This design comes from an exercise in tuning for small area, a short achievable clock period and few clock cycles on the open sky130 flow, not from production work.
Only simulation tests tie the RTL to the original design; equivalence was not proved.

==> v36 <==
## d8_blend
module d8_blend (
    input  wire        clk,
    input  wire        rst,         
    input  wire        in_valid,
    output wire        in_ready,
    input  wire        in_first,    
    input  wire        in_last,     
    input  wire [29:0] in_bg,       
    input  wire        in_lay,      
    input  wire        in_solid,    
    input  wire [2:0]  in_fmt,      
    input  wire [1:0]  in_mode,     
    input  wire [11:0] in_pa,       
    input  wire [31:0] in_pix,      
    output reg         out_valid,
    input  wire        out_ready,
    output reg  [29:0] out_pix      
);
==> flow/config.mk <==
export PLATFORM = sky130hd
export DESIGN_NAME = d8_blend
export DESIGN_NICKNAME = d8_blend
export VERILOG_FILES = /design/flow/design.v
export SDC_FILE = /design/flow/constraint.sdc
export NUM_CORES = 4
export LEC_CHECK = 0
export ABC_AREA = 1
export CAP_MARGIN = 20
export CORE_MARGIN = 2
export CORE_UTILIZATION = 55
export SLEW_MARGIN = 20
==> flow/constraint.sdc <==
create_clock -name core_clock -period 25.0 [get_ports {clk}]
set_input_delay 5.0000 -clock core_clock [delete_from_list [all_inputs] [get_ports {clk}]]
set_output_delay 5.0000 -clock core_clock [all_outputs]
set_load 0.01 [all_outputs]
standard.sh (not shown) runs the stock make flow with config.mk's settings and CLKGATE_MAP_FILE= SYNTH_SCRIPT=/design/flow/synth_recipe.tcl, a recipe that flattens the netlist after the stock synthesis.
==> flow/flow/run.sh <==
#!/bin/bash
# Own layout flow: the standard flow, with the timing repair aiming for a
# tighter setup margin than the design's 25 ns clock asks for, so that the
# achieved period shrinks. Constraints (clock period, I/O delays) unchanged.
export SETUP_SLACK_MARGIN=18.3
bash standard.sh > standard.log 2>&1
==> v34 (differences from v36) <==
==> flow/run.sh (new file) <==
#!/bin/bash
# synth_recipe.tcl (not shown) runs the flow's synth.tcl, then flattens the netlist and writes it again
# the make line also repeats each setting of config.mk as NAME=value (left out here)
make -C /OpenROAD-flow-scripts/flow DESIGN_CONFIG=/design/flow/config.mk WORK_HOME=/design/flow/orfs CLKGATE_MAP_FILE= SYNTH_SCRIPT=/design/flow/synth_recipe.tcl finish
removed: flow/flow/run.sh
removed: flow/standard.sh
==> comparison table <==
item                                                                   v36                   v34
Shortest period the worst path allows                              6.83 ns               8.75 ns
Slew headroom                                                        0.317                 0.285
Met3 Usage GRT                                                      0.0690                0.0480
Largest net degree at the start of global routing                       80                    79
Final setup slack of the worst path                               18.17 ns              16.25 ns
Summed area of non-filler cells in the final layout             0.0523 mm2            0.0478 mm2
Synth-to-layout area growth                                          18.0%                 7.78%
Fmax                                                               146 MHz               114 MHz
Final #Nets                                                           6643                  6423
Status                                    no timing/DRC/antenna violations  no timing/DRC/antenna violations
Final core utilization                                               0.653                 0.597
CP Capture Point                                     s1_f[3]$_SDFFCE_PN0P_  out_pix[0]$_DFFE_PN_
Diodes inserted                                                          2                     0
Seq area share                                                       0.218                 0.238
R2r worst-path depth                                                    35                    30
Testbench counts of v36, summed over its fixed seeds: cycles 74,862.
Testbench counts of v34, summed over its fixed seeds: cycles 74,862.

* * *

==> inputs of v24 <==
Another version of the RTL of d8_blend (not shown whole).
Settings: LEC_CHECK=0, ABC_AREA=1, CAP_MARGIN=20, CORE_MARGIN=2, CORE_UTILIZATION=55, SLEW_MARGIN=20; clock period 25.0 ns.
==> flow/flow/run.sh <==
#!/bin/bash
# Own layout flow: the standard flow, with the timing repair aiming for a
# tighter setup margin than the design's 25 ns clock asks for, so that the
# achieved period shrinks. Constraints (clock period, I/O delays) unchanged.
export SETUP_SLACK_MARGIN=18.6
bash standard.sh > standard.log 2>&1
==> v33 (differences from v24) <==
--- a/flow/flow/run.sh
+++ b/flow/flow/run.sh
@@ -4,3 +4,3 @@
 # achieved period shrinks. Constraints (clock period, I/O delays) unchanged.
-export SETUP_SLACK_MARGIN=18.6
+export SETUP_SLACK_MARGIN=18.8
 bash standard.sh > standard.log 2>&1
==> v31 (differences from v24) <==
--- a/flow/flow/run.sh
+++ b/flow/flow/run.sh
@@ -4,3 +4,3 @@
 # achieved period shrinks. Constraints (clock period, I/O delays) unchanged.
-export SETUP_SLACK_MARGIN=18.6
+export SETUP_SLACK_MARGIN=18.0
 bash standard.sh > standard.log 2>&1
CTS_CLUSTER_DIAMETER = 100   (was unset)
CTS_CLUSTER_SIZE = 30   (was unset)
==> v37 (differences from v24) <==
--- a/flow/flow/run.sh
+++ b/flow/flow/run.sh
@@ -4,3 +4,3 @@
 # achieved period shrinks. Constraints (clock period, I/O delays) unchanged.
-export SETUP_SLACK_MARGIN=18.6
+export SETUP_SLACK_MARGIN=18.15
 bash standard.sh > standard.log 2>&1
CTS_CLUSTER_DIAMETER = 100   (was unset)
CTS_CLUSTER_SIZE = 30   (was unset)
==> summary of the runs <==
- v37 produced a clean layout. v33 completed with no timing, DRC or antenna violations. v24 produced a clean layout. v31 completed with no timing, DRC or antenna violations.
- Core utilization: v31 < v37 < v24 < v33.
- Register-to-register slack, lowest first: v37, v31, v24, v33.
- Between v33 and v24, the lower global-route usage is in v24 (gap 0.26 points).
- Fmax, lowest first: v31, v37, v24, v33.
- In synthesized cell count, v33 and v31 do not differ.
- The lowest final area belongs to v31, the highest to v33.
- Of v37 and v24, v24 has the higher non-clock buffer count (gap 129).
- Between v24 and v37, the lower critical path depth is in v37 (gap 30).
- In synthesized area, v33 and v24 do not differ.
- Die area is the same in v33 and v24.
Testbench counts of v24, summed over its fixed seeds: cycles 74,862.
Testbench counts of v33, summed over its fixed seeds: cycles 74,862.
Testbench counts of v31, summed over its fixed seeds: cycles 74,862.
Testbench counts of v37, summed over its fixed seeds: cycles 74,862.

* * *

==> job 1061: inputs <==
Starting RTL as in the previous note.
==> flow/config.mk <==
export PLATFORM = sky130hd
export DESIGN_NAME = d8_blend
export DESIGN_NICKNAME = d8_blend
export VERILOG_FILES = /design/flow/design.v
export SDC_FILE = /design/flow/constraint.sdc
export NUM_CORES = 4
export LEC_CHECK = 0
export ABC_AREA = 1
export CAP_MARGIN = 20
export CORE_MARGIN = 2
export CORE_UTILIZATION = 55
export SLEW_MARGIN = 20
==> flow/constraint.sdc <==
create_clock -name core_clock -period 25.0 [get_ports {clk}]
set_input_delay 5.0000 -clock core_clock [delete_from_list [all_inputs] [get_ports {clk}]]
set_output_delay 5.0000 -clock core_clock [all_outputs]
set_load 0.01 [all_outputs]
==> flow/flow/run.sh <==
#!/bin/bash
# Own layout flow: the standard flow, with the timing repair aiming for a
# tighter setup margin than the design's 25 ns clock asks for, so that the
# achieved period shrinks. Constraints (clock period, I/O delays) unchanged.
export SETUP_SLACK_MARGIN=18.3
bash standard.sh > standard.log 2>&1
==> job 7716: changes against job 1061 <==
==> flow/flow/run.sh (replaced) <==
#!/bin/bash
# Own layout flow: the standard flow, with the timing repair aiming for a
# tighter setup margin than the design's 25 ns clock asks for, so that the
# achieved period shrinks. Constraints (clock period, I/O delays) unchanged.
export SETUP_SLACK_MARGIN=18.0
bash standard.sh > standard.log 2>&1
==> job 2716: changes against job 1061 <==
--- a/flow/design.v
+++ b/flow/design.v
@@ -1426,15 +1426,14 @@
     wire ka400 = ka394 | (ka395 & ka368);
     wire ka401 = ka396 | (ka397 & ka369);
     wire [11:0] h = {ka322, ka321, ka320, ka319, ka318, ka317, ka316, ka315, ka314, ka313, ka312, ka311};
     wire        c = ka401;
     wire [12:0] s0 = {1'b0, src} + {1'b0, h} + {12'd0, srcc};
     wire [12:0] s1 = {1'b0, src} + {1'b0, h} + {12'd0, srcc} + 13'd1;
-    wire [11:0] y0 = s0[12] ? 12'hFFF : s0[11:0];
-    wire [11:0] y1 = s1[12] ? 12'hFFF : s1[11:0];
-    assign y = c ? y1 : y0;
+    wire [12:0] s  = c ? s1 : s0;
+    assign y = s[12] ? 12'hFFF : s[11:0];
 endmodule
 module d8_expand (
     input  wire [4:0]  ca,
     input  wire [4:0]  cc,
     input  wire [31:0] pix,
     output wire [11:0] a,
@@ -1486,18 +1485,18 @@
     reg  r1_v;           
     reg  adv;            
     assign in_ready = adv;
     wire [2:0] fmt_in = in_solid ? 3'h6 : in_fmt;    
     wire       opq_in = (in_mode == MODE_OPAQUE);
     wire [4:0] ca_in, cc_in;
-    assign ca_in[0] = in_valid && in_lay && (opq_in || fmt_in == 3'h0 || fmt_in == 3'h3 ||
+    assign ca_in[0] = in_lay && (opq_in || fmt_in == 3'h0 || fmt_in == 3'h3 ||
                                  fmt_in == 3'h4 || fmt_in == 3'h7);
-    assign ca_in[1] = in_valid && in_lay && !opq_in && fmt_in == 3'h1;
-    assign ca_in[2] = in_valid && in_lay && !opq_in && fmt_in == 3'h6;
-    assign ca_in[3] = in_valid && in_lay && !opq_in && fmt_in == 3'h2;
-    assign ca_in[4] = in_valid && in_lay && !opq_in && fmt_in == 3'h5;
+    assign ca_in[1] = in_lay && !opq_in && fmt_in == 3'h1;
+    assign ca_in[2] = in_lay && !opq_in && fmt_in == 3'h6;
+    assign ca_in[3] = in_lay && !opq_in && fmt_in == 3'h2;
+    assign ca_in[4] = in_lay && !opq_in && fmt_in == 3'h5;
     assign cc_in[0] = fmt_in == 3'h0;
     assign cc_in[1] = fmt_in == 3'h1;
     assign cc_in[2] = fmt_in == 3'h2;
     assign cc_in[3] = fmt_in == 3'h3 || fmt_in == 3'h4 || fmt_in == 3'h5;
     assign cc_in[4] = fmt_in == 3'h6 || fmt_in == 3'h7;
     reg        s0_v, s0_first, s0_last, s0_pm;
@@ -1513,13 +1512,13 @@
             s0_v <= in_valid;
     end
     always @(posedge clk) begin
         if (adv) begin
             s0_first <= in_first;
             s0_last  <= in_last;
-            s0_pm    <= in_valid && in_lay && in_mode == MODE_PREMULT;
+            s0_pm    <= in_lay && in_mode == MODE_PREMULT;
             s0_ca    <= ca_in;
             s0_cc    <= cc_in;
             s0_bg    <= in_bg;
             s0_pa    <= in_pa;
             s0_pa3   <= {2'b00, in_pa} + {1'b0, in_pa, 1'b0};
             s0_pix   <= in_pix;
@@ -1604,13 +1603,13 @@
     always @(posedge clk) begin
         if (adv) begin
             if (s1_v && s1_first) begin
                 dst_r <= {s1_bg[29:20], s1_bg[29:28]};
                 dst_g <= {s1_bg[19:10], s1_bg[19:18]};
                 dst_b <= {s1_bg[9:0],   s1_bg[9:8]};
-            end else begin
+            end else if (s2_v) begin
                 dst_r <= bl_r;
                 dst_g <= bl_g;
                 dst_b <= bl_b;
             end
         end
     end
==> flow/flow/run.sh (replaced) <==
#!/bin/bash
# Own layout flow: the standard flow, with the timing repair aiming for a
# tighter setup margin than the design's 25 ns clock asks for, so that the
# achieved period shrinks. Constraints (clock period, I/O delays) unchanged.
export SETUP_SLACK_MARGIN=18.4
bash standard.sh > standard.log 2>&1
==> summary of the runs <==
- Fmax: job 7716 < job 1061 < job 2716.
- Count of clock-buffer cells in the layout, lowest first: job 1061, job 2716, job 7716.
- Non-clock buffer count, lowest first: job 7716, job 2716, job 1061.
- Utilization: job 2716 > job 1061 > job 7716.
- The highest clock skew belongs to job 1061, the lowest to job 7716.
==> figures <==
                                                 job 7716    job 1061    job 2716
Met2 usage in global routing                        54.0%       53.6%       53.5%
Top achievable clock speed                        147 MHz     150 MHz     152 MHz
Die boundary width                                 288 um      288 um      291 um
Register area share after synthesis                 26.8%       26.8%       26.2%
Simple-gate share of the synthesized area           22.2%       22.2%       23.0%
Clock buffer count                                     66          51          57
Die Footprint                                  0.0830 mm2  0.0830 mm2  0.0850 mm2
Status                   no timing/DRC/antenna violations  no timing/DRC/antenna violations  no timing/DRC/antenna violations
Number of clock buffers inserted by TritonCTS          48          47          48
Testbench counts of job 1061, summed over its fixed seeds: cycles 74,862.
Testbench counts of job 7716, summed over its fixed seeds: cycles 74,862.
Testbench counts of job 2716, summed over its fixed seeds: cycles 74,862.

[port drivers added, routing unchanged]
The results above use ideal ports. As a check the final layouts listed here were re-extracted and re-timed, cells and wires unchanged.
Step 1: set_driving_cell puts a clkbuf_16 on clk and a buf_2 on each other input, an assumption about the parent block.
Step 2 moves the port delays by t, midway between the first and last clock arrival at a register: inputs arrive t later, outputs are due t later. That takes back most of the time a late clock gives input paths.
Slacks: ideal ports / drivers / drivers and shift; pairs: ideal ports / drivers.
run	shift t [ns]	setup slack, ns	worst setup path at the end	cell pins on the clock port's net
v36	0.671	18.169 / 18.169 / 18.169	register to register	1
v34	0.666	16.249 / 16.249 / 16.249	register to register	1
v24	0.678	18.466 / 18.466 / 18.032	input to register	1
v33	0.666	18.566 / 18.566 / 18.003	input to register	1
v31	0.666	18.133 / 18.063 / 17.595	input to register	1
v37	0.651	18.267 / 18.199 / 17.799	input to register	1
job 1061	0.672	18.316 / 18.245 / 17.830	input to register	1
job 7716	0.671	18.184 / 18.115 / 17.623	input to register	1
job 2716	0.682	18.429 / 18.358 / 17.901	input to register	1
After both steps every run listed still meets setup and hold. For v33, which loses most, drivers alone change the setup slack by 0.000 ns; drivers and shift together by -0.563 ns.
